From an optimization exercise on the open Yosys and OpenROAD flow, aimed at a short achievable clock period and few clock cycles per item; shortcuts taken in it are not production practice.
At most, simulation tests tie the RTL to the original design; equivalence was not proved.
The RTL of run 2 was laid out without a check of its function.
Power figures rest on the tool's default switching activity, not on a simulated workload.

==> flow/design.v, too long to show whole: its modules and the start of the top module <==
// module chk_unit: 31 lines
// module chk_feedpre: 353 lines
// module chk_engine: 368 lines
// module chk_block: 416 lines
module chk_block (
    input  wire        clk,
    input  wire        rst,          
    input  wire        flr,          
    input  wire        req_valid,
    output wire        req_ready,
    input  wire        req_write,
    input  wire        req_host,     
    input  wire [7:0]  req_addr,
    input  wire [31:0] req_wdata,
    output reg         rsp_valid,
    output reg  [31:0] rsp_rdata
);
  // ...
==> flow/flow/run.sh <==
#!/bin/bash
# Standard synthesis, then the standard layout with timing repair aiming
# well below the clock period (the SDC is unchanged).
set -e
bash standard.sh synth > synth.log 2>&1
bash standard.sh SETUP_SLACK_MARGIN=9.5 finish > layout.log 2>&1
==> flow/standard.sh <==
#!/bin/bash
# synth_recipe.tcl (not shown) runs the flow's synth.tcl, then flattens the netlist and writes it again
# the make line also repeats each setting of config.mk as NAME=value (left out here)
make -C /OpenROAD-flow-scripts/flow DESIGN_CONFIG=/design/flow/config.mk WORK_HOME=/design/flow/orfs CLKGATE_MAP_FILE= SYNTH_SCRIPT=/design/flow/synth_recipe.tcl "${@:-finish}"
==> flow/config.mk <==
export PLATFORM = sky130hd
export DESIGN_NAME = chk_block
export DESIGN_NICKNAME = chk_block
export VERILOG_FILES = /design/flow/design.v
export SDC_FILE = /design/flow/constraint.sdc
export NUM_CORES = 8
export LEC_CHECK = 0
export ABC_CLOCK_PERIOD_IN_PS = 2000
export CAP_MARGIN = 20
export CORE_MARGIN = 2
export CORE_UTILIZATION = 55
export CTS_CLUSTER_DIAMETER = 80
export CTS_CLUSTER_SIZE = 30
export PLACE_DENSITY = 0.65
export SLEW_MARGIN = 20
==> flow/constraint.sdc <==
create_clock -name core_clock -period 13.0 [get_ports {clk}]
set_input_delay 2.6000 -clock core_clock [delete_from_list [all_inputs] [get_ports {clk}]]
set_output_delay 2.6000 -clock core_clock [all_outputs]
set_load 0.01 [all_outputs]
==> impl_metrics.tcl, run 1 <==
set metrics [dict create \
    status "timing/DRC/antenna clean" \
    path_delay_family "flip-flops" \
    synth-async-reset-ratio_pct 0 \
    fin_skew_ns 0.0673 \
    io_pins 80 \
    peakVddDrop_mv 0.159 \
    hpwl_um 240000 \
    reg.largest.list "u.unit.cnt (256), u.unit.state (256), u.unit.aux (64)" \
    num_vias 72600 \
    relSlewSlack_pct 19.0 \
    via_per_inst 6.55 \
    n_antenna_cell 6 \
    dr.pass1.iters 10 \
    synth_compound_area_share_pct 18.7 \
    synth_xor_area_share_pct 19.7 \
    placedCellCount 10800 \
    cts_max_path_buffers 3 \
    critPathMaxStageDelay_ns 0.38 \
    design.seq.count 1357 \
    cts_tree "yes" \
    buffer_area_share_pct 5.46 \
    slowest_stage "dfxtp_4" \
    reg2reg_slack_ns 9.38 \
    synth.most_common_cell "nand2_1" \
    syn_nets 9629 \
    post-route-period-util_pct 29.5 \
    numClockSinks 1357 \
    numCtsBuffers 75 \
    cp_max_fo 1 \
    hp-class "flop to flop" \
    tap-cell-count 1903 \
    reg2reg_depth 11 \
    inv_count 281 \
    clock_area_share_pct 3.12 \
    design_area_mm2 0.0887 \
    placed_area_mm2 0.0817 \
    period_needed_ns 3.84 \
    antenna_found_initial 15 \
    area_growth_syn_to_layout_pct 11.9 \
    dr_wl_met3_um 42900 \
    cts_setup_buffers 71 \
]
Testbench counts, summed over its fixed seeds: cycles 4,740, bytes 12,977.
==> module chk_block, before the edit <==
module chk_block (
    input  wire        clk,
    input  wire        rst,          
    input  wire        flr,          
    input  wire        req_valid,
    output wire        req_ready,
    input  wire        req_write,
    input  wire        req_host,     
    input  wire [7:0]  req_addr,
    input  wire [31:0] req_wdata,
    output reg         rsp_valid,
    output reg  [31:0] rsp_rdata
);
    function [15:0] rotl1;
        input [15:0] a;
        rotl1 = {a[14:0], a[15]};
    endfunction
    function [15:0] madd;
        input [15:0] a;
        input [15:0] b;
        reg [15:0] g, p, gg, pp, gn, pn;
        reg        cin;
        integer i, d;
        begin
            g = a & b;
            p = a ^ b;
            gg = g;
            pp = p;
            for (d = 1; d < 16; d = d * 2) begin
                gn = gg;
                pn = pp;
                for (i = d; i < 16; i = i + 1) begin
                    gn[i] = gg[i] | (pp[i] & gg[i - d]);
                    pn[i] = pp[i] & pp[i - d];
                end
                gg = gn;
                pp = pn;
            end
            cin = gg[15] | pp[15];
            madd[0] = p[0] ^ cin;
            for (i = 1; i < 16; i = i + 1)
                madd[i] = p[i] ^ (gg[i - 1] | (pp[i - 1] & cin));
        end
    endfunction
    function [15:0] madd_c;
        input [15:0] a;
        input [15:0] b;
        madd_c = madd(a, b) & {16{~&(a & b)}};
    endfunction
    function [15:0] maj;
        input [15:0] a;
        input [15:0] b;
        input [15:0] e;
        maj = (a & b) | (a & e) | (b & e);
    endfunction
    function [31:0] width_mask;
        input [2:0] alg;
        width_mask = (alg == 3'd0) ? 32'h0000_00FF :
                     (alg == 3'd1) ? 32'h0000_FFFF : 32'hFFFF_FFFF;
    endfunction
    reg rst_q;                       
    reg ready_q;
    always @(posedge clk) begin
        rst_q <= rst;
        if (rst)
            ready_q <= 1'b1;
    end
    assign req_ready = ready_q;
    reg        v0, f0, w0, h0;
    reg [7:0]  a0;
    reg [31:0] d0;
    always @(posedge clk) begin
        v0 <= req_valid && !rst;
        f0 <= flr && !rst;
        w0 <= req_write;
        h0 <= req_host;
        a0 <= req_addr;
        d0 <= req_wdata;
    end
    wire       is_status = (a0 == 8'h00);
    wire       is_unit   = (a0[7:6] == 2'b01 || a0[7:6] == 2'b10) && !a0[3];
    wire [2:0] usel      = {a0[7], a0[5:4]};
    wire [2:0] rsel      = a0[2:0];
    wire owned_drop = v0 && w0 && is_unit && h0 && !usel[2];
    wire uwr        = v0 && w0 && is_unit && !owned_drop;
    wire [7:0]  pd8;
    wire [15:0] pd16;
    wire [31:0] pd32, pd32c;
    wire [15:0] py1p0, py2p0, py1p1, py2p1;
    wire [7:0]  phb0, phb1;
    chk_feedpre pre (
        .d(d0), .n1(rsel == 3'd1), .n2(rsel == 3'd2), .n4(rsel == 3'd3),
        .d8(pd8), .d16(pd16), .d32(pd32), .d32c(pd32c),
        .y1p0(py1p0), .y2p0(py2p0), .y1p1(py1p1), .y2p1(py2p1),
        .hb0(phb0), .hb1(phb1)
    );
    reg        f1, uop1, uwr1, own1, clr1, rd1, rdu1, rds1;
    reg        k_ctrl1, k_feed1, k_state1, k_aux1, k_count1;
    reg        n1_1, n2_1, n4_1;
    reg [2:0]  u1, rr1;
    reg [31:0] wd1;
    reg [7:0]  d8_1;
    reg [15:0] d16_1;
    reg [31:0] d32_1, d32c_1;
    reg [15:0] y1p0_1, y2p0_1, y1p1_1, y2p1_1;
    reg [7:0]  hb0_1, hb1_1;
    always @(posedge clk) begin
        if (rst_q) begin
            f1 <= 1'b0; uop1 <= 1'b0; uwr1 <= 1'b0; own1 <= 1'b0;
            clr1 <= 1'b0; rd1 <= 1'b0; rdu1 <= 1'b0; rds1 <= 1'b0;
            k_ctrl1 <= 1'b0; k_feed1 <= 1'b0; k_state1 <= 1'b0;
            k_aux1 <= 1'b0; k_count1 <= 1'b0;
        end else begin
            f1       <= f0;
            uop1     <= v0 && is_unit;
            uwr1     <= uwr;
            own1     <= owned_drop;
            clr1     <= v0 && w0 && is_status;
            rd1      <= v0 && !w0;
            rdu1     <= v0 && !w0 && is_unit;
            rds1     <= v0 && !w0 && is_status;
            k_ctrl1  <= uwr && (rsel == 3'd0);
            k_feed1  <= uwr && (rsel == 3'd1 || rsel == 3'd2 || rsel == 3'd3);
            k_state1 <= uwr && (rsel == 3'd4);
            k_aux1   <= uwr && (rsel == 3'd5);
            k_count1 <= uwr && (rsel == 3'd7);
        end
        n1_1   <= (rsel == 3'd1);
        n2_1   <= (rsel == 3'd2);
        n4_1   <= (rsel == 3'd3);
        u1     <= usel;
        rr1    <= rsel;
        wd1    <= d0;
        d8_1   <= pd8;
        d16_1  <= pd16;
        d32_1  <= pd32;
        d32c_1 <= pd32c;
        y1p0_1 <= py1p0;
        y2p0_1 <= py2p0;
        y1p1_1 <= py1p1;
        y2p1_1 <= py2p1;
        hb0_1  <= phb0;
        hb1_1  <= phb1;
    end
    reg        f2, uop2, wr2, own2, clr2, bad2, rd2, rdu2, rds2;
    reg [2:0]  u2, rr2;
    reg [1:0]  wd2;                  
    reg [2:0]  a_alg2;               
    reg        a_pend2, a_red2;
    reg [7:0]  a_aux2;
    reg [31:0] cnt2;                 
    reg        ci2, cf2, cw2;        
    reg [2:0]  cn2;                  
    reg [31:0] cwd2;                 
    reg [31:0] cv2, cc2;             
    reg [31:0] kv2, kx2;             
    reg        kc2, sfl2, sred2, k2_2;
    reg [2:0]  s8_2, s16_2, s32_2, s32c_2;
    reg [15:0] y1_2, y2_2, at1_2, at2_2;
    reg        luop, lwe, rv3, rs3, ru3;
    reg [2:0]  lu, rr3;
    reg [2:0]  l_alg;
    reg        l_pend, l_red;
    reg [7:0]  l_aux;
    reg [31:0] l_cnt, l_v, l_c;
    reg [1:0]  flags3;
    reg [15:0] l_r1v, l_r1c, l_r2v, l_r2c;
    wire [2:0]  u_alg  [0:7];
    wire [31:0] u_v    [0:7];
    wire        u_pend [0:7];
    wire [7:0]  u_aux  [0:7];
    wire [31:0] u_cnt  [0:7];
    wire zap  = f2 && u1[2];                     
    wire fwd1 = uop2 && (u2 == u1);              
    wire fwd2 = luop && (lu == u1);              
    reg [2:0]  s_alg;
    reg        s_pend, s_red;
    reg [7:0]  s_aux;
    reg [31:0] o_v, o_c;             
    reg [31:0] o_cnt;                
    always @(*) begin
        if (zap) begin
            s_alg = 3'd2; s_pend = 1'b0; s_aux = 8'h00; s_red = 1'b0;
        end else if (fwd1) begin
            s_alg = a_alg2; s_pend = a_pend2; s_aux = a_aux2; s_red = a_red2;
        end else if (fwd2) begin
            s_alg = l_alg; s_pend = l_pend; s_aux = l_aux; s_red = l_red;
        end else begin
            s_alg = u_alg[u1]; s_pend = u_pend[u1]; s_aux = u_aux[u1];
            s_red = 1'b0;
        end
        if (zap) begin
            o_v = 32'hFFFF_FFFF; o_c = 32'd0; o_cnt = 32'd0;
        end else if (fwd2) begin
            o_v = l_v; o_c = l_c; o_cnt = l_cnt;
        end else begin
            o_v = u_v[u1]; o_c = 32'd0; o_cnt = u_cnt[u1];
        end
    end
    wire       alg_ok  = (wd1[2:0] <= 3'd4);
    wire [2:0] alg_new = alg_ok ? wd1[2:0] : s_alg;
    wire       init    = k_ctrl1 && wd1[31];
    wire       is_c8   = (s_alg == 3'd0);
    wire       is_c16  = (s_alg == 3'd1);
    wire       is_c32  = (s_alg == 3'd2);
    wire       is_c32c = (s_alg == 3'd3);
    wire       is_fl   = (s_alg == 3'd4);
    wire       fl_upd  = k_feed1 && is_fl && (s_pend || !n1_1);
    wire [31:0] mask   = width_mask(s_alg);
    reg [31:0] init_value;
    always @(*) begin
        case (alg_new)
            3'd1:    init_value = 32'h0000_FFFF;
            3'd2:    init_value = 32'hFFFF_FFFF;
            3'd3:    init_value = 32'hFFFF_FFFF;
            default: init_value = 32'h0000_0000;
        endcase
    end
    reg [31:0] p_kv, p_kx;
    always @(*) begin
        p_kv = 32'hFFFF_FFFF;
        p_kx = 32'd0;
        if (k_feed1) begin
            if (is_c8) begin
                p_kv = 32'hFFFF_FF00; p_kx = {24'd0, d8_1};
            end else if (is_c16) begin
                p_kv = 32'hFFFF_0000; p_kx = {16'd0, d16_1};
            end else if (is_c32) begin
                p_kv = 32'd0; p_kx = d32_1;
            end else if (is_c32c) begin
                p_kv = 32'd0; p_kx = d32c_1;
            end else if (fl_upd) begin
                p_kv = 32'd0;
            end
        end
        if (k_ctrl1 && (init || s_red))
            p_kv = 32'd0;
        if (init)
            p_kx = init_value;
        if (k_state1) begin
            p_kv = ~mask;
            p_kx = wd1 & mask;
        end
    end
    wire p_kc = !(init || (k_ctrl1 && s_red) || k_state1 || fl_upd);
    wire [2:0] nsz = {n4_1, n2_1, n1_1};
    always @(posedge clk) begin
        if (rst_q) begin
            f2 <= 1'b0; uop2 <= 1'b0; wr2 <= 1'b0; own2 <= 1'b0; clr2 <= 1'b0;
            bad2 <= 1'b0; rd2 <= 1'b0; rdu2 <= 1'b0; rds2 <= 1'b0;
        end else begin
            f2   <= f1;
            uop2 <= uop1;
            wr2  <= uwr1;
            own2 <= own1;
            clr2 <= clr1;
            bad2 <= k_ctrl1 && !alg_ok;
            rd2  <= rd1;
            rdu2 <= rdu1;
            rds2 <= rds1;
        end
        u2  <= u1;
        rr2 <= rr1;
        wd2 <= wd1[1:0];
        a_alg2  <= k_ctrl1 ? alg_new : s_alg;
        a_pend2 <= init ? 1'b0 :
                   (k_feed1 && is_fl) ? (s_pend ^ n1_1) :
                   k_aux1 ? wd1[8] : s_pend;
        a_aux2  <= init ? 8'h00 :
                   (k_feed1 && is_fl && (!s_pend || !n1_1)) ? (s_pend ? hb1_1 : hb0_1) :
                   k_aux1 ? wd1[7:0] : s_aux;
        ci2     <= init;
        cf2     <= k_feed1;
        cw2     <= k_count1;
        cn2     <= nsz;
        cwd2    <= wd1;
        a_red2  <= (init || k_ctrl1 || k_state1) ? 1'b0 :
                   fl_upd ? 1'b1 : s_red;
        kv2    <= p_kv;
        kx2    <= p_kx;
        kc2    <= p_kc;
        s8_2   <= (k_feed1 && is_c8)   ? nsz : 3'd0;
        s16_2  <= (k_feed1 && is_c16)  ? nsz : 3'd0;
        s32_2  <= (k_feed1 && is_c32)  ? nsz : 3'd0;
        s32c_2 <= (k_feed1 && is_c32c) ? nsz : 3'd0;
        sfl2   <= fl_upd;
        sred2  <= k_ctrl1 && !init && s_red;
        k2_2   <= n4_1;
        y1_2   <= s_pend ? y1p1_1 : y1p0_1;
        y2_2   <= s_pend ? y2p1_1 : y2p0_1;
        at1_2  <= s_pend ? {8'h00, s_aux} : 16'h0000;
        at2_2  <= !s_pend ? 16'h0000 : n4_1 ? {7'h00, s_aux, 1'b0} : {8'h00, s_aux};
    end
    wire [31:0] e_v, e_c;
    chk_engine eng (
        .v(cv2), .c(cc2), .kv(kv2), .kc(kc2), .kx(kx2),
        .s8(s8_2), .s16(s16_2), .s32(s32_2), .s32c(s32c_2),
        .s_fl(sfl2), .s_red(sred2), .k2(k2_2), .y1(y1_2), .y2(y2_2),
        .at1(at1_2), .at2(at2_2),
        .n_v(e_v), .n_c(e_c)
    );
    wire [31:0] e_cnt = ci2 ? 32'd0 :
                        cf2 ? cnt2 + {29'd0, cn2} :
                        cw2 ? cwd2 : cnt2;
    always @(posedge clk) begin
        cv2  <= fwd1 ? e_v : o_v;
        cc2  <= fwd1 ? e_c : o_c;
        cnt2 <= fwd1 ? e_cnt : o_cnt;
    end
    wire [15:0] cv2a = cv2[15:0];
    wire [15:0] cc2a = cc2[15:0];
    wire [15:0] cv2b = cv2[31:16];
    wire [15:0] cc2b = cc2[31:16];
    wire [15:0] rb   = {8'h00, a_aux2};
    wire [15:0] r1v  = cv2a ^ cc2a ^ rb;
    wire [15:0] r1c  = rotl1(maj(cv2a, cc2a, rb));
    wire [15:0] ta   = cv2b ^ cc2b ^ cv2a;
    wire [15:0] tb   = rotl1(maj(cv2b, cc2b, cv2a));
    wire [15:0] tc   = cc2a ^ rb ^ ta;
    wire [15:0] td   = rotl1(maj(cc2a, rb, ta));
    wire [15:0] r2v  = tb ^ tc ^ td;
    wire [15:0] r2c  = rotl1(maj(tb, tc, td));
    reg bad_alg_flag;
    reg unit_owned_flag;
    always @(posedge clk) begin
        if (rst_q) begin
            bad_alg_flag    <= 1'b0;
            unit_owned_flag <= 1'b0;
        end else begin
            if (bad2)
                bad_alg_flag <= 1'b1;
            else if (clr2 && wd2[1])
                bad_alg_flag <= 1'b0;
            if (own2)
                unit_owned_flag <= 1'b1;
            else if (clr2 && wd2[0])
                unit_owned_flag <= 1'b0;
        end
    end
    always @(posedge clk) begin
        if (rst_q) begin
            luop <= 1'b0; lwe <= 1'b0; rv3 <= 1'b0;
        end else begin
            luop <= uop2;
            lwe  <= wr2;
            rv3  <= rd2;
        end
        lu     <= u2;
        rs3    <= rds2;
        ru3    <= rdu2;
        rr3    <= rr2;
        l_alg  <= a_alg2;
        l_pend <= a_pend2;
        l_red  <= a_red2;
        l_aux  <= a_aux2;
        l_cnt  <= e_cnt;
        l_v    <= e_v;
        l_c    <= e_c;
        flags3 <= {bad_alg_flag, unit_owned_flag};
        l_r1v  <= r1v;
        l_r1c  <= r1c;
        l_r2v  <= r2v;
        l_r2c  <= r2c;
    end
    wire [31:0] plain = l_red ? {madd_c(l_v[31:16], l_c[31:16]),
                                 madd_c(l_v[15:0], l_c[15:0])} : l_v;
    genvar g;
    generate
        for (g = 0; g < 8; g = g + 1) begin : u
            chk_unit unit (
                .clk(clk),
                .rst(rst_q || (f2 && (g >= 4))),
                .we(lwe && (lu == g)),
                .n_alg(l_alg), .n_state(plain), .n_pend(l_pend),
                .n_aux(l_aux), .n_cnt(l_cnt),
                .alg(u_alg[g]), .state(u_v[g]), .pend(u_pend[g]),
                .aux(u_aux[g]), .cnt(u_cnt[g])
            );
        end
    endgenerate
    wire [31:0] q_fl  = {madd_c(l_r2v, l_r2c), madd_c(l_r1v, l_r1c)};
    reg [31:0] result;
    always @(*) begin
        case (l_alg)
            3'd0:    result = plain & 32'h0000_00FF;
            3'd1:    result = plain & 32'h0000_FFFF;
            3'd2:    result = ~plain;
            3'd3:    result = ~plain;
            3'd4:    result = l_pend ? q_fl : plain;
            default: result = plain;
        endcase
    end
    reg [31:0] rd_value;
    always @(*) begin
        rd_value = 32'd0;
        if (rs3)
            rd_value = {30'd0, flags3};
        else if (ru3) begin
            case (rr3)
                3'd0: rd_value = {29'd0, l_alg};
                3'd4: rd_value = plain & width_mask(l_alg);
                3'd5: rd_value = {23'd0, l_pend, l_aux};
                3'd6: rd_value = result;
                3'd7: rd_value = l_cnt;
                default: rd_value = 32'd0;    
            endcase
        end
    end
    always @(posedge clk) begin
        if (rst_q)
            rsp_valid <= 1'b0;
        else
            rsp_valid <= rv3;
        rsp_rdata <= rd_value;
    end
endmodule
==> inputs of run 2 (changes only) <==
--- a/flow/design.v
+++ b/flow/design.v
@@ -47,45 +47,24 @@
 );
     function [15:0] rotl1;
         input [15:0] a;
         rotl1 = {a[14:0], a[15]};
     endfunction
     function [15:0] madd;
         input [15:0] a;
         input [15:0] b;
-        reg [15:0] g, p, gg, pp, gn, pn;
-        reg        cin;
-        integer i, d;
+        reg [16:0] t0;
+        reg [16:0] t1;
         begin
-            g = a & b;
-            p = a ^ b;
-            gg = g;
-            pp = p;
-            for (d = 1; d < 16; d = d * 2) begin
-                gn = gg;
-                pn = pp;
-                for (i = d; i < 16; i = i + 1) begin
-                    gn[i] = gg[i] | (pp[i] & gg[i - d]);
-                    pn[i] = pp[i] & pp[i - d];
-                end
-                gg = gn;
-                pp = pn;
-            end
-            cin = gg[15] | pp[15];
-            madd[0] = p[0] ^ cin;
-            for (i = 1; i < 16; i = i + 1)
-                madd[i] = p[i] ^ (gg[i - 1] | (pp[i - 1] & cin));
+            t0 = {1'b0, a} + {1'b0, b};
+            t1 = {1'b0, a} + {1'b0, b} + 17'd1;
+            madd = t1[16] ? t1[15:0] : t0[15:0];
         end
     endfunction
-    function [15:0] madd_c;
-        input [15:0] a;
-        input [15:0] b;
-        madd_c = madd(a, b) & {16{~&(a & b)}};
-    endfunction
     function [15:0] maj;
         input [15:0] a;
         input [15:0] b;
         input [15:0] e;
         maj = (a & b) | (a & e) | (b & e);
     endfunction
     wire [7:0] bc8_1;    
     assign bc8_1[0] = ((d[0] ^ d[6]) ^ d[7]);
@@ -387,16 +366,20 @@
     input  wire [31:0] c,
     input  wire [31:0] kv,          
     input  wire        kc,          
     input  wire [31:0] kx,          
     input  wire [2:0]  s8,          
     input  wire [2:0]  s16,         
     input  wire [2:0]  s32,         
     input  wire [2:0]  s32c,        
+    input  wire [7:0]  d8,          
+    input  wire [15:0] d16,
+    input  wire [31:0] d32,
+    input  wire [31:0] d32c,
     input  wire        s_fl,        
     input  wire        s_red,       
     input  wire        k2,          
     input  wire [15:0] y1,          
     input  wire [15:0] y2,          
     input  wire [15:0] at1,
     input  wire [15:0] at2,
     output wire [31:0] n_v,
@@ -404,45 +387,24 @@
 );
     function [15:0] rotl1;
         input [15:0] a;
         rotl1 = {a[14:0], a[15]};
     endfunction
     function [15:0] madd;
         input [15:0] a;
         input [15:0] b;
-        reg [15:0] g, p, gg, pp, gn, pn;
-        reg        cin;
-        integer i, d;
+        reg [16:0] t0;
+        reg [16:0] t1;
         begin
-            g = a & b;
-            p = a ^ b;
-            gg = g;
-            pp = p;
-            for (d = 1; d < 16; d = d * 2) begin
-                gn = gg;
-                pn = pp;
-                for (i = d; i < 16; i = i + 1) begin
-                    gn[i] = gg[i] | (pp[i] & gg[i - d]);
-                    pn[i] = pp[i] & pp[i - d];
-                end
-                gg = gn;
-                pp = pn;
-            end
-            cin = gg[15] | pp[15];
-            madd[0] = p[0] ^ cin;
-            for (i = 1; i < 16; i = i + 1)
-                madd[i] = p[i] ^ (gg[i - 1] | (pp[i - 1] & cin));
+            t0 = {1'b0, a} + {1'b0, b};
+            t1 = {1'b0, a} + {1'b0, b} + 17'd1;
+            madd = t1[16] ? t1[15:0] : t0[15:0];
         end
     endfunction
-    function [15:0] madd_c;
-        input [15:0] a;
-        input [15:0] b;
-        madd_c = madd(a, b) & {16{~&(a & b)}};
-    endfunction
     function [15:0] maj;
         input [15:0] a;
         input [15:0] b;
         input [15:0] e;
         maj = (a & b) | (a & e) | (b & e);
     endfunction
     wire [7:0] c8_1;    
     assign c8_1[0] = ((v[0] ^ v[6]) ^ v[7]);
@@ -715,16 +677,23 @@
     assign cc_4[24] = (((((v[0] ^ v[1]) ^ (v[2] ^ v[4])) ^ ((v[5] ^ v[6]) ^ (v[8] ^ v[9]))) ^ (((v[13] ^ v[14]) ^ (v[15] ^ v[16])) ^ ((v[17] ^ v[19]) ^ (v[20] ^ v[21])))) ^ (((v[22] ^ v[23]) ^ (v[25] ^ v[26])) ^ v[30]));
     assign cc_4[25] = (((((v[1] ^ v[2]) ^ (v[3] ^ v[5])) ^ ((v[6] ^ v[7]) ^ (v[9] ^ v[10]))) ^ (((v[14] ^ v[15]) ^ (v[16] ^ v[17])) ^ ((v[18] ^ v[20]) ^ (v[21] ^ v[22])))) ^ (((v[23] ^ v[24]) ^ (v[26] ^ v[27])) ^ v[31]));
     assign cc_4[26] = ((((v[0] ^ v[1]) ^ (v[3] ^ v[5])) ^ ((v[8] ^ v[9]) ^ (v[10] ^ v[14]))) ^ (((v[17] ^ v[18]) ^ (v[19] ^ v[20])) ^ ((v[21] ^ v[22]) ^ v[26])));
     assign cc_4[27] = ((((v[0] ^ v[1]) ^ (v[2] ^ v[4])) ^ ((v[6] ^ v[9]) ^ (v[10] ^ v[11]))) ^ (((v[15] ^ v[18]) ^ (v[19] ^ v[20])) ^ ((v[21] ^ v[22]) ^ (v[23] ^ v[27]))));
     assign cc_4[28] = (((((v[0] ^ v[1]) ^ (v[2] ^ v[3])) ^ ((v[5] ^ v[7]) ^ (v[10] ^ v[11]))) ^ (((v[12] ^ v[16]) ^ (v[19] ^ v[20])) ^ ((v[21] ^ v[22]) ^ (v[23] ^ v[24])))) ^ v[28]);
     assign cc_4[29] = (((((v[1] ^ v[2]) ^ (v[3] ^ v[4])) ^ ((v[6] ^ v[8]) ^ (v[11] ^ v[12]))) ^ (((v[13] ^ v[17]) ^ (v[20] ^ v[21])) ^ ((v[22] ^ v[23]) ^ (v[24] ^ v[25])))) ^ v[29]);
     assign cc_4[30] = (((((v[0] ^ v[2]) ^ (v[3] ^ v[4])) ^ ((v[5] ^ v[7]) ^ (v[9] ^ v[12]))) ^ (((v[13] ^ v[14]) ^ (v[18] ^ v[21])) ^ ((v[22] ^ v[23]) ^ (v[24] ^ v[25])))) ^ (v[26] ^ v[30]));
     assign cc_4[31] = (((((v[0] ^ v[1]) ^ (v[3] ^ v[4])) ^ ((v[5] ^ v[6]) ^ (v[8] ^ v[10]))) ^ (((v[13] ^ v[14]) ^ (v[15] ^ v[19])) ^ ((v[22] ^ v[23]) ^ (v[24] ^ v[25])))) ^ ((v[26] ^ v[27]) ^ v[31]));
+    wire t8  = |s8;
+    wire t16 = |s16;
+    wire t32 = |s32;
+    wire t32c = |s32c;
+    wire [31:0] crc_d =
+        ({32{t8}} & {24'd0, d8}) | ({32{t16}} & {16'd0, d16}) |
+        ({32{t32}} & d32) | ({32{t32c}} & d32c);
     wire [31:0] crc_t =
         ({32{s8[0]}}   & {24'd0, c8_1})  | ({32{s8[1]}}   & {24'd0, c8_2})  |
         ({32{s8[2]}}   & {24'd0, c8_4})  |
         ({32{s16[0]}}  & {16'd0, c16_1}) | ({32{s16[1]}}  & {16'd0, c16_2}) |
         ({32{s16[2]}}  & {16'd0, c16_4}) |
         ({32{s32[0]}}  & c32_1) | ({32{s32[1]}}  & c32_2) | ({32{s32[2]}}  & c32_4) |
         ({32{s32c[0]}} & cc_1)  | ({32{s32c[1]}} & cc_2)  | ({32{s32c[2]}} & cc_4);
     wire [15:0] v1 = v[15:0];
@@ -740,19 +709,19 @@
     wire [15:0] ga  = v2 ^ c2 ^ y2;
     wire [15:0] gb  = rotl1(maj(v2, c2, y2));
     wire [15:0] gc  = kv1 ^ kc1 ^ at2;
     wire [15:0] gd  = rotl1(maj(kv1, kc1, at2));
     wire [15:0] ha  = ga ^ gb ^ gc;
     wire [15:0] hb  = rotl1(maj(ga, gb, gc));
     wire [15:0] f2v = ha ^ hb ^ gd;
     wire [15:0] f2c = rotl1(maj(ha, hb, gd));
-    wire [31:0] red = {madd_c(v2, c2), madd_c(v1, c1)};
+    wire [31:0] red = {madd(v2, c2), madd(v1, c1)};
     assign n_v = (kv & v) | ({32{s_fl}} & {f2v, f1v}) | ({32{s_red}} & red) |
-                 (crc_t ^ kx);
+                 (crc_t ^ crc_d) | kx;
     assign n_c = ({32{kc}} & c) | ({32{s_fl}} & {f2c, f1c});
 endmodule
 module chk_block (
     input  wire        clk,
     input  wire        rst,          
     input  wire        flr,          
     input  wire        req_valid,
     output wire        req_ready,
@@ -765,45 +734,24 @@
 );
     function [15:0] rotl1;
         input [15:0] a;
         rotl1 = {a[14:0], a[15]};
     endfunction
     function [15:0] madd;
         input [15:0] a;
         input [15:0] b;
-        reg [15:0] g, p, gg, pp, gn, pn;
-        reg        cin;
-        integer i, d;
+        reg [16:0] t0;
+        reg [16:0] t1;
         begin
-            g = a & b;
-            p = a ^ b;
-            gg = g;
-            pp = p;
-            for (d = 1; d < 16; d = d * 2) begin
-                gn = gg;
-                pn = pp;
-                for (i = d; i < 16; i = i + 1) begin
-                    gn[i] = gg[i] | (pp[i] & gg[i - d]);
-                    pn[i] = pp[i] & pp[i - d];
-                end
-                gg = gn;
-                pp = pn;
-            end
-            cin = gg[15] | pp[15];
-            madd[0] = p[0] ^ cin;
-            for (i = 1; i < 16; i = i + 1)
-                madd[i] = p[i] ^ (gg[i - 1] | (pp[i - 1] & cin));
+            t0 = {1'b0, a} + {1'b0, b};
+            t1 = {1'b0, a} + {1'b0, b} + 17'd1;
+            madd = t1[16] ? t1[15:0] : t0[15:0];
         end
     endfunction
-    function [15:0] madd_c;
-        input [15:0] a;
-        input [15:0] b;
-        madd_c = madd(a, b) & {16{~&(a & b)}};
-    endfunction
     function [15:0] maj;
         input [15:0] a;
         input [15:0] b;
         input [15:0] e;
         maj = (a & b) | (a & e) | (b & e);
     endfunction
     function [31:0] width_mask;
         input [2:0] alg;
@@ -824,259 +772,202 @@
     always @(posedge clk) begin
         v0 <= req_valid && !rst;
         f0 <= flr && !rst;
         w0 <= req_write;
         h0 <= req_host;
         a0 <= req_addr;
         d0 <= req_wdata;
     end
-    wire       is_status = (a0 == 8'h00);
-    wire       is_unit   = (a0[7:6] == 2'b01 || a0[7:6] == 2'b10) && !a0[3];
-    wire [2:0] usel      = {a0[7], a0[5:4]};
-    wire [2:0] rsel      = a0[2:0];
-    wire owned_drop = v0 && w0 && is_unit && h0 && !usel[2];
-    wire uwr        = v0 && w0 && is_unit && !owned_drop;
-    wire [7:0]  pd8;
-    wire [15:0] pd16;
-    wire [31:0] pd32, pd32c;
-    wire [15:0] py1p0, py2p0, py1p1, py2p1;
-    wire [7:0]  phb0, phb1;
-    chk_feedpre pre (
-        .d(d0), .n1(rsel == 3'd1), .n2(rsel == 3'd2), .n4(rsel == 3'd3),
-        .d8(pd8), .d16(pd16), .d32(pd32), .d32c(pd32c),
-        .y1p0(py1p0), .y2p0(py2p0), .y1p1(py1p1), .y2p1(py2p1),
-        .hb0(phb0), .hb1(phb1)
-    );
-    reg        f1, uop1, uwr1, own1, clr1, rd1, rdu1, rds1;
-    reg        k_ctrl1, k_feed1, k_state1, k_aux1, k_count1;
-    reg        n1_1, n2_1, n4_1;
-    reg [2:0]  u1, rr1;
-    reg [31:0] wd1;
-    reg [7:0]  d8_1;
-    reg [15:0] d16_1;
-    reg [31:0] d32_1, d32c_1;
-    reg [15:0] y1p0_1, y2p0_1, y1p1_1, y2p1_1;
-    reg [7:0]  hb0_1, hb1_1;
-    always @(posedge clk) begin
-        if (rst_q) begin
-            f1 <= 1'b0; uop1 <= 1'b0; uwr1 <= 1'b0; own1 <= 1'b0;
-            clr1 <= 1'b0; rd1 <= 1'b0; rdu1 <= 1'b0; rds1 <= 1'b0;
-            k_ctrl1 <= 1'b0; k_feed1 <= 1'b0; k_state1 <= 1'b0;
-            k_aux1 <= 1'b0; k_count1 <= 1'b0;
-        end else begin
-            f1       <= f0;
-            uop1     <= v0 && is_unit;
-            uwr1     <= uwr;
-            own1     <= owned_drop;
-            clr1     <= v0 && w0 && is_status;
-            rd1      <= v0 && !w0;
-            rdu1     <= v0 && !w0 && is_unit;
-            rds1     <= v0 && !w0 && is_status;
-            k_ctrl1  <= uwr && (rsel == 3'd0);
-            k_feed1  <= uwr && (rsel == 3'd1 || rsel == 3'd2 || rsel == 3'd3);
-            k_state1 <= uwr && (rsel == 3'd4);
-            k_aux1   <= uwr && (rsel == 3'd5);
-            k_count1 <= uwr && (rsel == 3'd7);
-        end
-        n1_1   <= (rsel == 3'd1);
-        n2_1   <= (rsel == 3'd2);
-        n4_1   <= (rsel == 3'd3);
-        u1     <= usel;
-        rr1    <= rsel;
-        wd1    <= d0;
-        d8_1   <= pd8;
-        d16_1  <= pd16;
-        d32_1  <= pd32;
-        d32c_1 <= pd32c;
-        y1p0_1 <= py1p0;
-        y2p0_1 <= py2p0;
-        y1p1_1 <= py1p1;
-        y2p1_1 <= py2p1;
-        hb0_1  <= phb0;
-        hb1_1  <= phb1;
-    end
     reg        f2, uop2, wr2, own2, clr2, bad2, rd2, rdu2, rds2;
     reg [2:0]  u2, rr2;
     reg [1:0]  wd2;                  
     reg [2:0]  a_alg2;               
     reg        a_pend2, a_red2;
     reg [7:0]  a_aux2;
-    reg [31:0] cnt2;                 
-    reg        ci2, cf2, cw2;        
-    reg [2:0]  cn2;                  
-    reg [31:0] cwd2;                 
+    reg [31:0] a_cnt2;
     reg [31:0] cv2, cc2;             
     reg [31:0] kv2, kx2;             
     reg        kc2, sfl2, sred2, k2_2;
     reg [2:0]  s8_2, s16_2, s32_2, s32c_2;
     reg [15:0] y1_2, y2_2, at1_2, at2_2;
+    reg [7:0]  d8_2;
+    reg [15:0] d16_2;
+    reg [31:0] d32_2, d32c_2;
     reg        luop, lwe, rv3, rs3, ru3;
     reg [2:0]  lu, rr3;
     reg [2:0]  l_alg;
     reg        l_pend, l_red;
     reg [7:0]  l_aux;
     reg [31:0] l_cnt, l_v, l_c;
     reg [1:0]  flags3;
-    reg [15:0] l_r1v, l_r1c, l_r2v, l_r2c;
-    wire [2:0]  u_alg  [0:7];
-    wire [31:0] u_v    [0:7];
-    wire        u_pend [0:7];
-    wire [7:0]  u_aux  [0:7];
-    wire [31:0] u_cnt  [0:7];
-    wire zap  = f2 && u1[2];                     
-    wire fwd1 = uop2 && (u2 == u1);              
-    wire fwd2 = luop && (lu == u1);              
+    wire [2:0]  u_alg   [0:7];
+    wire [31:0] u_state [0:7];
+    wire        u_pend  [0:7];
+    wire [7:0]  u_aux   [0:7];
+    wire [31:0] u_cnt   [0:7];
+    wire       is_status = (a0 == 8'h00);
+    wire       is_unit   = (a0[7:6] == 2'b01 || a0[7:6] == 2'b10) && !a0[3];
+    wire [2:0] usel      = {a0[7], a0[5:4]};
+    wire [2:0] rsel      = a0[2:0];
+    wire owned_drop = v0 && w0 && is_unit && h0 && !usel[2];
+    wire uwr        = v0 && w0 && is_unit && !owned_drop;
+    wire k_ctrl     = uwr && (rsel == 3'd0);
+    wire k_feed     = uwr && (rsel == 3'd1 || rsel == 3'd2 || rsel == 3'd3);
+    wire k_state    = uwr && (rsel == 3'd4);
+    wire k_aux      = uwr && (rsel == 3'd5);
+    wire k_count    = uwr && (rsel == 3'd7);
+    wire n1 = (rsel == 3'd1);
+    wire n2 = (rsel == 3'd2);
+    wire n4 = (rsel == 3'd3);
+    wire zap  = f2 && usel[2];                   
+    wire fwd1 = uop2 && (u2 == usel);            
+    wire fwd2 = luop && (lu == usel);            
     reg [2:0]  s_alg;
     reg        s_pend, s_red;
     reg [7:0]  s_aux;
+    reg [31:0] s_cnt;
     reg [31:0] o_v, o_c;             
-    reg [31:0] o_cnt;                
     always @(*) begin
         if (zap) begin
-            s_alg = 3'd2; s_pend = 1'b0; s_aux = 8'h00; s_red = 1'b0;
+            s_alg = 3'd2; s_pend = 1'b0; s_aux = 8'h00; s_cnt = 32'd0;
+            s_red = 1'b0;
         end else if (fwd1) begin
-            s_alg = a_alg2; s_pend = a_pend2; s_aux = a_aux2; s_red = a_red2;
+            s_alg = a_alg2; s_pend = a_pend2; s_aux = a_aux2; s_cnt = a_cnt2;
+            s_red = a_red2;
         end else if (fwd2) begin
-            s_alg = l_alg; s_pend = l_pend; s_aux = l_aux; s_red = l_red;
+            s_alg = l_alg; s_pend = l_pend; s_aux = l_aux; s_cnt = l_cnt;
+            s_red = l_red;
         end else begin
-            s_alg = u_alg[u1]; s_pend = u_pend[u1]; s_aux = u_aux[u1];
-            s_red = 1'b0;
+            s_alg = u_alg[usel]; s_pend = u_pend[usel]; s_aux = u_aux[usel];
+            s_cnt = u_cnt[usel]; s_red = 1'b0;
         end
         if (zap) begin
-            o_v = 32'hFFFF_FFFF; o_c = 32'd0; o_cnt = 32'd0;
+            o_v = 32'hFFFF_FFFF; o_c = 32'd0;
         end else if (fwd2) begin
-            o_v = l_v; o_c = l_c; o_cnt = l_cnt;
+            o_v = l_v; o_c = l_c;
         end else begin
-            o_v = u_v[u1]; o_c = 32'd0; o_cnt = u_cnt[u1];
+            o_v = u_state[usel]; o_c = 32'd0;
         end
     end
-    wire       alg_ok  = (wd1[2:0] <= 3'd4);
-    wire [2:0] alg_new = alg_ok ? wd1[2:0] : s_alg;
-    wire       init    = k_ctrl1 && wd1[31];
+    wire [7:0]  pd8;
+    wire [15:0] pd16;
+    wire [31:0] pd32, pd32c;
+    wire [15:0] py1p0, py2p0, py1p1, py2p1;
+    wire [7:0]  phb0, phb1;
+    chk_feedpre pre (
+        .d(d0), .n1(n1), .n2(n2), .n4(n4),
+        .d8(pd8), .d16(pd16), .d32(pd32), .d32c(pd32c),
+        .y1p0(py1p0), .y2p0(py2p0), .y1p1(py1p1), .y2p1(py2p1),
+        .hb0(phb0), .hb1(phb1)
+    );
+    wire       alg_ok  = (d0[2:0] <= 3'd4);
+    wire [2:0] alg_new = alg_ok ? d0[2:0] : s_alg;
+    wire       init    = k_ctrl && d0[31];
     wire       is_c8   = (s_alg == 3'd0);
     wire       is_c16  = (s_alg == 3'd1);
     wire       is_c32  = (s_alg == 3'd2);
     wire       is_c32c = (s_alg == 3'd3);
     wire       is_fl   = (s_alg == 3'd4);
-    wire       fl_upd  = k_feed1 && is_fl && (s_pend || !n1_1);
+    wire       fl_upd  = k_feed && is_fl && (s_pend || !n1);
     wire [31:0] mask   = width_mask(s_alg);
     reg [31:0] init_value;
     always @(*) begin
         case (alg_new)
             3'd1:    init_value = 32'h0000_FFFF;
             3'd2:    init_value = 32'hFFFF_FFFF;
             3'd3:    init_value = 32'hFFFF_FFFF;
             default: init_value = 32'h0000_0000;
         endcase
     end
     reg [31:0] p_kv, p_kx;
     always @(*) begin
         p_kv = 32'hFFFF_FFFF;
         p_kx = 32'd0;
-        if (k_feed1) begin
-            if (is_c8) begin
-                p_kv = 32'hFFFF_FF00; p_kx = {24'd0, d8_1};
-            end else if (is_c16) begin
-                p_kv = 32'hFFFF_0000; p_kx = {16'd0, d16_1};
-            end else if (is_c32) begin
-                p_kv = 32'd0; p_kx = d32_1;
-            end else if (is_c32c) begin
-                p_kv = 32'd0; p_kx = d32c_1;
-            end else if (fl_upd) begin
+        if (k_feed) begin
+            if (is_c8)
+                p_kv = 32'hFFFF_FF00;
+            else if (is_c16)
+                p_kv = 32'hFFFF_0000;
+            else if (is_c32 || is_c32c || fl_upd)
                 p_kv = 32'd0;
-            end
         end
-        if (k_ctrl1 && (init || s_red))
+        if (k_ctrl && (init || s_red))
             p_kv = 32'd0;
         if (init)
             p_kx = init_value;
-        if (k_state1) begin
+        if (k_state) begin
             p_kv = ~mask;
-            p_kx = wd1 & mask;
+            p_kx = d0 & mask;
         end
     end
-    wire p_kc = !(init || (k_ctrl1 && s_red) || k_state1 || fl_upd);
-    wire [2:0] nsz = {n4_1, n2_1, n1_1};
+    wire p_kc = !(init || (k_ctrl && s_red) || k_state || fl_upd);
+    wire [2:0] nsz = {n4, n2, n1};
     always @(posedge clk) begin
         if (rst_q) begin
             f2 <= 1'b0; uop2 <= 1'b0; wr2 <= 1'b0; own2 <= 1'b0; clr2 <= 1'b0;
             bad2 <= 1'b0; rd2 <= 1'b0; rdu2 <= 1'b0; rds2 <= 1'b0;
         end else begin
-            f2   <= f1;
-            uop2 <= uop1;
-            wr2  <= uwr1;
-            own2 <= own1;
-            clr2 <= clr1;
-            bad2 <= k_ctrl1 && !alg_ok;
-            rd2  <= rd1;
-            rdu2 <= rdu1;
-            rds2 <= rds1;
+            f2   <= f0;
+            uop2 <= v0 && is_unit;
+            wr2  <= uwr;
+            own2 <= owned_drop;
+            clr2 <= v0 && w0 && is_status;
+            bad2 <= k_ctrl && !alg_ok;
+            rd2  <= v0 && !w0;
+            rdu2 <= v0 && !w0 && is_unit;
+            rds2 <= v0 && !w0 && is_status;
         end
-        u2  <= u1;
-        rr2 <= rr1;
-        wd2 <= wd1[1:0];
-        a_alg2  <= k_ctrl1 ? alg_new : s_alg;
+        u2  <= usel;
+        rr2 <= rsel;
+        wd2 <= d0[1:0];
+        a_alg2  <= k_ctrl ? alg_new : s_alg;
         a_pend2 <= init ? 1'b0 :
-                   (k_feed1 && is_fl) ? (s_pend ^ n1_1) :
-                   k_aux1 ? wd1[8] : s_pend;
+                   (k_feed && is_fl) ? (s_pend ^ n1) :
+                   k_aux ? d0[8] : s_pend;
         a_aux2  <= init ? 8'h00 :
-                   (k_feed1 && is_fl && (!s_pend || !n1_1)) ? (s_pend ? hb1_1 : hb0_1) :
-                   k_aux1 ? wd1[7:0] : s_aux;
-        ci2     <= init;
-        cf2     <= k_feed1;
-        cw2     <= k_count1;
-        cn2     <= nsz;
-        cwd2    <= wd1;
-        a_red2  <= (init || k_ctrl1 || k_state1) ? 1'b0 :
+                   (k_feed && is_fl && (!s_pend || !n1)) ? (s_pend ? phb1 : phb0) :
+                   k_aux ? d0[7:0] : s_aux;
+        a_cnt2  <= init ? 32'd0 :
+                   k_feed ? s_cnt + {29'd0, nsz} :
+                   k_count ? d0 : s_cnt;
+        a_red2  <= (init || k_ctrl || k_state) ? 1'b0 :
                    fl_upd ? 1'b1 : s_red;
         kv2    <= p_kv;
         kx2    <= p_kx;
         kc2    <= p_kc;
-        s8_2   <= (k_feed1 && is_c8)   ? nsz : 3'd0;
-        s16_2  <= (k_feed1 && is_c16)  ? nsz : 3'd0;
-        s32_2  <= (k_feed1 && is_c32)  ? nsz : 3'd0;
-        s32c_2 <= (k_feed1 && is_c32c) ? nsz : 3'd0;
+        s8_2   <= (k_feed && is_c8)   ? nsz : 3'd0;
+        s16_2  <= (k_feed && is_c16)  ? nsz : 3'd0;
+        s32_2  <= (k_feed && is_c32)  ? nsz : 3'd0;
+        s32c_2 <= (k_feed && is_c32c) ? nsz : 3'd0;
         sfl2   <= fl_upd;
-        sred2  <= k_ctrl1 && !init && s_red;
-        k2_2   <= n4_1;
-        y1_2   <= s_pend ? y1p1_1 : y1p0_1;
-        y2_2   <= s_pend ? y2p1_1 : y2p0_1;
+        sred2  <= k_ctrl && !init && s_red;
+        k2_2   <= n4;
+        y1_2   <= s_pend ? py1p1 : py1p0;
+        y2_2   <= s_pend ? py2p1 : py2p0;
         at1_2  <= s_pend ? {8'h00, s_aux} : 16'h0000;
-        at2_2  <= !s_pend ? 16'h0000 : n4_1 ? {7'h00, s_aux, 1'b0} : {8'h00, s_aux};
+        at2_2  <= !s_pend ? 16'h0000 : n4 ? {7'h00, s_aux, 1'b0} : {8'h00, s_aux};
+        d8_2   <= pd8;
+        d16_2  <= pd16;
+        d32_2  <= pd32;
+        d32c_2 <= pd32c;
     end
     wire [31:0] e_v, e_c;
     chk_engine eng (
         .v(cv2), .c(cc2), .kv(kv2), .kc(kc2), .kx(kx2),
         .s8(s8_2), .s16(s16_2), .s32(s32_2), .s32c(s32c_2),
+        .d8(d8_2), .d16(d16_2), .d32(d32_2), .d32c(d32c_2),
         .s_fl(sfl2), .s_red(sred2), .k2(k2_2), .y1(y1_2), .y2(y2_2),
         .at1(at1_2), .at2(at2_2),
         .n_v(e_v), .n_c(e_c)
     );
-    wire [31:0] e_cnt = ci2 ? 32'd0 :
-                        cf2 ? cnt2 + {29'd0, cn2} :
-                        cw2 ? cwd2 : cnt2;
     always @(posedge clk) begin
-        cv2  <= fwd1 ? e_v : o_v;
-        cc2  <= fwd1 ? e_c : o_c;
-        cnt2 <= fwd1 ? e_cnt : o_cnt;
+        cv2 <= fwd1 ? e_v : o_v;
+        cc2 <= fwd1 ? e_c : o_c;
     end
-    wire [15:0] cv2a = cv2[15:0];
-    wire [15:0] cc2a = cc2[15:0];
-    wire [15:0] cv2b = cv2[31:16];
-    wire [15:0] cc2b = cc2[31:16];
-    wire [15:0] rb   = {8'h00, a_aux2};
-    wire [15:0] r1v  = cv2a ^ cc2a ^ rb;
-    wire [15:0] r1c  = rotl1(maj(cv2a, cc2a, rb));
-    wire [15:0] ta   = cv2b ^ cc2b ^ cv2a;
-    wire [15:0] tb   = rotl1(maj(cv2b, cc2b, cv2a));
-    wire [15:0] tc   = cc2a ^ rb ^ ta;
-    wire [15:0] td   = rotl1(maj(cc2a, rb, ta));
-    wire [15:0] r2v  = tb ^ tc ^ td;
-    wire [15:0] r2c  = rotl1(maj(tb, tc, td));
     reg bad_alg_flag;
     reg unit_owned_flag;
     always @(posedge clk) begin
         if (rst_q) begin
             bad_alg_flag    <= 1'b0;
             unit_owned_flag <= 1'b0;
         end else begin
             if (bad2)
@@ -1100,69 +991,98 @@
         lu     <= u2;
         rs3    <= rds2;
         ru3    <= rdu2;
         rr3    <= rr2;
         l_alg  <= a_alg2;
         l_pend <= a_pend2;
         l_red  <= a_red2;
         l_aux  <= a_aux2;
-        l_cnt  <= e_cnt;
+        l_cnt  <= a_cnt2;
         l_v    <= e_v;
         l_c    <= e_c;
         flags3 <= {bad_alg_flag, unit_owned_flag};
-        l_r1v  <= r1v;
-        l_r1c  <= r1c;
-        l_r2v  <= r2v;
-        l_r2c  <= r2c;
     end
-    wire [31:0] plain = l_red ? {madd_c(l_v[31:16], l_c[31:16]),
-                                 madd_c(l_v[15:0], l_c[15:0])} : l_v;
+    wire [15:0] lv1 = l_v[15:0];
+    wire [15:0] lc1 = l_c[15:0];
+    wire [15:0] lv2 = l_v[31:16];
+    wire [15:0] lc2 = l_c[31:16];
+    wire [31:0] plain = l_red ? {madd(lv2, lc2), madd(lv1, lc1)} : l_v;
     genvar g;
     generate
         for (g = 0; g < 8; g = g + 1) begin : u
             chk_unit unit (
                 .clk(clk),
                 .rst(rst_q || (f2 && (g >= 4))),
                 .we(lwe && (lu == g)),
                 .n_alg(l_alg), .n_state(plain), .n_pend(l_pend),
                 .n_aux(l_aux), .n_cnt(l_cnt),
-                .alg(u_alg[g]), .state(u_v[g]), .pend(u_pend[g]),
+                .alg(u_alg[g]), .state(u_state[g]), .pend(u_pend[g]),
                 .aux(u_aux[g]), .cnt(u_cnt[g])
             );
         end
     endgenerate
-    wire [31:0] q_fl  = {madd_c(l_r2v, l_r2c), madd_c(l_r1v, l_r1c)};
+    wire [15:0] lb  = {8'h00, l_aux};
+    wire [15:0] r1v = lv1 ^ lc1 ^ lb;
+    wire [15:0] r1c = rotl1(maj(lv1, lc1, lb));
+    wire [15:0] ta  = lv2 ^ lc2 ^ lv1;
+    wire [15:0] tb  = rotl1(maj(lv2, lc2, lv1));
+    wire [15:0] tc  = ta ^ tb ^ lc1;
+    wire [15:0] td  = rotl1(maj(ta, tb, lc1));
+    wire [15:0] r2v = tc ^ td ^ lb;
+    wire [15:0] r2c = rotl1(maj(tc, td, lb));
+    reg        rv4, rs4, ru4;
+    reg [2:0]  rr4, q_alg;
+    reg        q_pend;
+    reg [7:0]  q_aux;
+    reg [31:0] q_cnt, q_plain, q_fl;
+    reg [1:0]  q_flags;
+    always @(posedge clk) begin
+        if (rst_q)
+            rv4 <= 1'b0;
+        else
+            rv4 <= rv3;
+        rs4     <= rs3;
+        ru4     <= ru3;
+        rr4     <= rr3;
+        q_alg   <= l_alg;
+        q_pend  <= l_pend;
+        q_aux   <= l_aux;
+        q_cnt   <= l_cnt;
+        q_plain <= plain;
+        q_fl    <= {madd(r2v, r2c), madd(r1v, r1c)};
+        q_flags <= flags3;
+    end
     reg [31:0] result;
     always @(*) begin
-        case (l_alg)
-            3'd0:    result = plain & 32'h0000_00FF;
-            3'd1:    result = plain & 32'h0000_FFFF;
-            3'd2:    result = ~plain;
-            3'd3:    result = ~plain;
-            3'd4:    result = l_pend ? q_fl : plain;
-            default: result = plain;
+        case (q_alg)
+            3'd0:    result = q_plain & 32'h0000_00FF;
+            3'd1:    result = q_plain & 32'h0000_FFFF;
+            3'd2:    result = ~q_plain;
+            3'd3:    result = ~q_plain;
+            3'd4:    result = q_pend ? q_fl : q_plain;
+            default: result = q_plain;
         endcase
     end
     reg [31:0] rd_value;
     always @(*) begin
         rd_value = 32'd0;
-        if (rs3)
-            rd_value = {30'd0, flags3};
-        else if (ru3) begin
-            case (rr3)
-                3'd0: rd_value = {29'd0, l_alg};
-                3'd4: rd_value = plain & width_mask(l_alg);
-                3'd5: rd_value = {23'd0, l_pend, l_aux};
+        if (rs4)
+            rd_value = {30'd0, q_flags};
+        else if (ru4) begin
+            case (rr4)
+                3'd0: rd_value = {29'd0, q_alg};
+                3'd4: rd_value = q_plain & width_mask(q_alg);
+                3'd5: rd_value = {23'd0, q_pend, q_aux};
                 3'd6: rd_value = result;
-                3'd7: rd_value = l_cnt;
+                3'd7: rd_value = q_cnt;
                 default: rd_value = 32'd0;    
             endcase
         end
     end
     always @(posedge clk) begin
         if (rst_q)
             rsp_valid <= 1'b0;
         else
-            rsp_valid <= rv3;
+            rsp_valid <= rv4;
         rsp_rdata <= rd_value;
     end
 endmodule
==> flow/config.mk (replaced) <==
export PLATFORM = sky130hd
export DESIGN_NAME = chk_block
export DESIGN_NICKNAME = chk_block
export VERILOG_FILES = /design/flow/design.v
export SDC_FILE = /design/flow/constraint.sdc
export NUM_CORES = 8
export LEC_CHECK = 0
export ABC_CLOCK_PERIOD_IN_PS = 2000
export CAP_MARGIN = 20
export CORE_MARGIN = 2
export CORE_UTILIZATION = 30
export PLACE_DENSITY = 0.5
export SLEW_MARGIN = 20
==> run 2 against run 1 <==
  * Sequential power shrank 8.1%
  * Clock power grew 46%
  * Cell count rose by 24%
  * Non-clock buffer count up 553
  * Combinational power rose by 11%
  * Die area grew 86%
  * Synthesized cell count rose by 4.6%
==> impl_metrics.tcl, run 2 <==
set metrics [dict create \
    synth_edf_count 0 \
    num_vias 80500 \
    yosysTopAreaCellShare_pct 30.6 \
    reg.largest.list "u.unit.cnt (256), u.unit.state (256), u.unit.aux (64)" \
    core_mm2 0.268 \
    design_area_mm2 0.107 \
    cts.clk_slew.worst_paths_ns 0.07 \
    avgSynthCellArea_um2 8.37 \
    status "timing/DRC/antenna clean" \
    antenna_found_initial 22 \
    syn-instance-count 9695 \
    tightest_slew_ns 1.35 \
    reg2reg_slack_ns 7.53 \
    drive_gt1_share_pct 24.1 \
    synth_ff_type "dfxtp_1" \
    via_per_inst 5.84 \
    cp.required_ns 13.70 \
    cp.arrival_ns 6.17 \
    drv_cap 0 \
    peakVddDrop_mv 0.134 \
    fp.dieH_um 524 \
    grt.busiest_layer "met2" \
    start_util_pct 30.2 \
    power_density_mw_per_mm2 131 \
    io_pins 80 \
    grt_util_met1_pct 40.6 \
    crit_path_start_kind "flop" \
    final_cell_mix "1235 x xnor2_1, 1221 x nand2_1, 1135 x dfxtp_1" \
    critPathKind "flop to flop" \
    rsz0062_at_grt "true" \
    area_growth_syn_to_layout_pct 32.0 \
    fin_skew_ns 0.0629 \
    cts-root-buf "clkbuf_16" \
    grt_overflow_total 0 \
    grt_max_degree 182 \
    synth_top_cells_by_area "dfxtp_1 31%, xnor2_1 15%, nand2_1 5.8%" \
    syn_nets 10100 \
    fmax_ghz 0.183 \
    final_common_cell "xnor2_1" \
    hold_viol 0 \
    drc 0 \
    period_needed_ns 5.47 \
    synth.most_common_cell "xnor2_1" \
    netlist_area_mm2 0.0811 \
    grt_pass1_vias 75300 \
    grtUsageTotal_pct 29.8 \
    leakage_nw 39.0 \
    num_rows 190 \
    place_ws_ns 7.20 \
    grt_pass1_wl_um 588000 \
    synth-async-reset-ratio_pct 0 \
    numCtsBuffers 142 \
    gp_congestion 0.997 \
    route.antenna.remaining_nets 0 \
    met3_usage_pct 6.15 \
    placed_area_mm2 0.0868 \
    wire_per_inst_um 31.2 \
    fp.dieW_um 524 \
    numClockSinks 1240 \
    finalSetupViolations 0 \
    wl_um 430000 \
    insertion_delay_ns 0.83 \
    cp_max_fo 6 \
    fp.dieArea_mm2 0.275 \
    yosysWarnings 4 \
    worst_setup_path_end_kind "flop" \
    fin_total_pwr_mw 14.1 \
    hp-class "flop to flop" \
    nets 10500 \
    synth_top_cell_by_area "dfxtp_1" \
    timing.final.ws_setup_ns 7.53 \
    drt_iter0_drc 10600 \
    grt_use_met2_pct 44.3 \
    cts_tree "yes" \
    relSlewSlack_pct 9.48 \
    ys_top_cells_by_count "1390 x xnor2_1, 1247 x nand2_1, 1240 x dfxtp_1" \
    port_buffers 78 \
    post-route-period-util_pct 42.1 \
    maxSlewViolCount 0 \
    hpwl_um 277000 \
    setup-tns-final_ns 0 \
    dr.pass1.iters 10 \
    ctsHtreeMaxLevel 4 \
    synth_cell_types 104 \
    synth_seq_cells 1240 \
    cts_max_path_buffers 3 \
    yosysSeqAreaShare_pct 30.6 \
]
-- run 2: cell count changes after synthesis, sizes merged, moves of 52 or more --
| cell | delta |
|---|---|
| o21ai | +109 |
| dfxtp | -117 |
| a21oi | +132 |
| o211ai | -163 |
| nor2 | +76 |
| a211oi | +85 |
| nand2 | -335 |
| clkbuf | +52 |
| xnor2 | +160 |
| o31ai | +97 |
-- run 2: cell families after synthesis --
family	Yosys count	share of synthesized area, %
and+or+nand+nor	2471	13.5
DFF	1240	30.6
buffers and inverters	1014	4.80
AOI/OAI and AO/OA	2566	20.8
adders and majority gates	321	6.29
muxes	247	3.74
xor gates and xnor gates	1835	20.2
other	1	0.00462
-- run 2: routing by layer --
metal	vias up	share of wire (%)
li1	34700	-
met1	39900	41
met2	4758	42
met3	1097	10
met4	10	6.0
met5	-	0.016
-- run 2: path summary, 6_finish.rpt --
kind	from	to	cells past startpoint
hold reg to reg	rr2[2]	rr3[2]	0
setup reg to reg	l_c[17]	q_fl[17]	14
hold / removal	rr2[2]	rr3[2]	0
setup / recovery	l_c[17]	q_fl[17]	14
-- run 2: worst max-delay path, cell delays in order, from the launching register on --
cell and delay [ns]:
dfxtp_4 0.35, fa_1 0.51, fa_1 0.57, fa_1 0.47, ha_1 0.32, a21o_1 0.17, a21o_4 0.26, a2111oi_4 0.43
o21ai_2 0.15, a2111oi_4 0.35, nand4_1 0.19, or4b_4 0.60, or4_4 0.49, o21a_4 0.25, mux2_4 0.29
-- run 2: cell type report --
class,count,area [µm²]
Sequential cell,1240,25000
Antenna cell,7,17.5
Fill cell,26300,161000
Multi-Input combinational cell,7454,60300
Timing Repair Buffer,1029,11300
Timing Repair inverter,2,12.5
Tap cell,3552,4440
Inverter,266,1100
Clock buffer,192,4060
Clock inverter,55,838
-- run 2: through the flow --
stage                     util, %  std cells  hold slack (ns)
after floorplan                 -       9695            0.310
after global placement       32.3      12800            0.312
after detailed placement     32.3      12800            0.314
after CTS                    38.0      13600            0.305
after global routing         39.9      13800            0.314
final                        39.9      13800            0.299
-- run 2: timing repair --
item | CTS | global route
pin swaps | 314 | 316
hold buffers | 0 | 0
cloned | 45 | 17
buffers inserted | 430 | 209
endpoints found under the setup margin | 642 | 536
resized for setup | 1285 | 620
-- run 2: power by group --
part,switching (mW),internal [mW],leakage [nW]
combinational,3.25,2.28,26.5
sequential,0.216,4.07,10.2
clock,1.79,2.46,2.38
total,5.26,8.81,39.0

## re-timing with driven ports
The flow's constraints put no driver on any port. The routed layouts listed below were extracted and timed again, unchanged, in two steps. Step 1 assumes that a clkbuf_16 drives the clock port and a buf_2 every other input. Step 2, shift: input delay + t, output delay - t, t = (earliest + latest rising clock arrival at the registers) / 2. This alone moves slack from input paths to output paths. a / b / c = ideal / step 1 / step 2; a / b = the first two.
run	shift t [ns]	setup slack, ns	worst slew at a driven data input, ns
run 1	0.784	9.162 / 9.084 / 9.382	0.09
run 2	0.897	7.530 / 7.530 / 7.530	0.07
After both steps setup and hold are still met in every run listed.
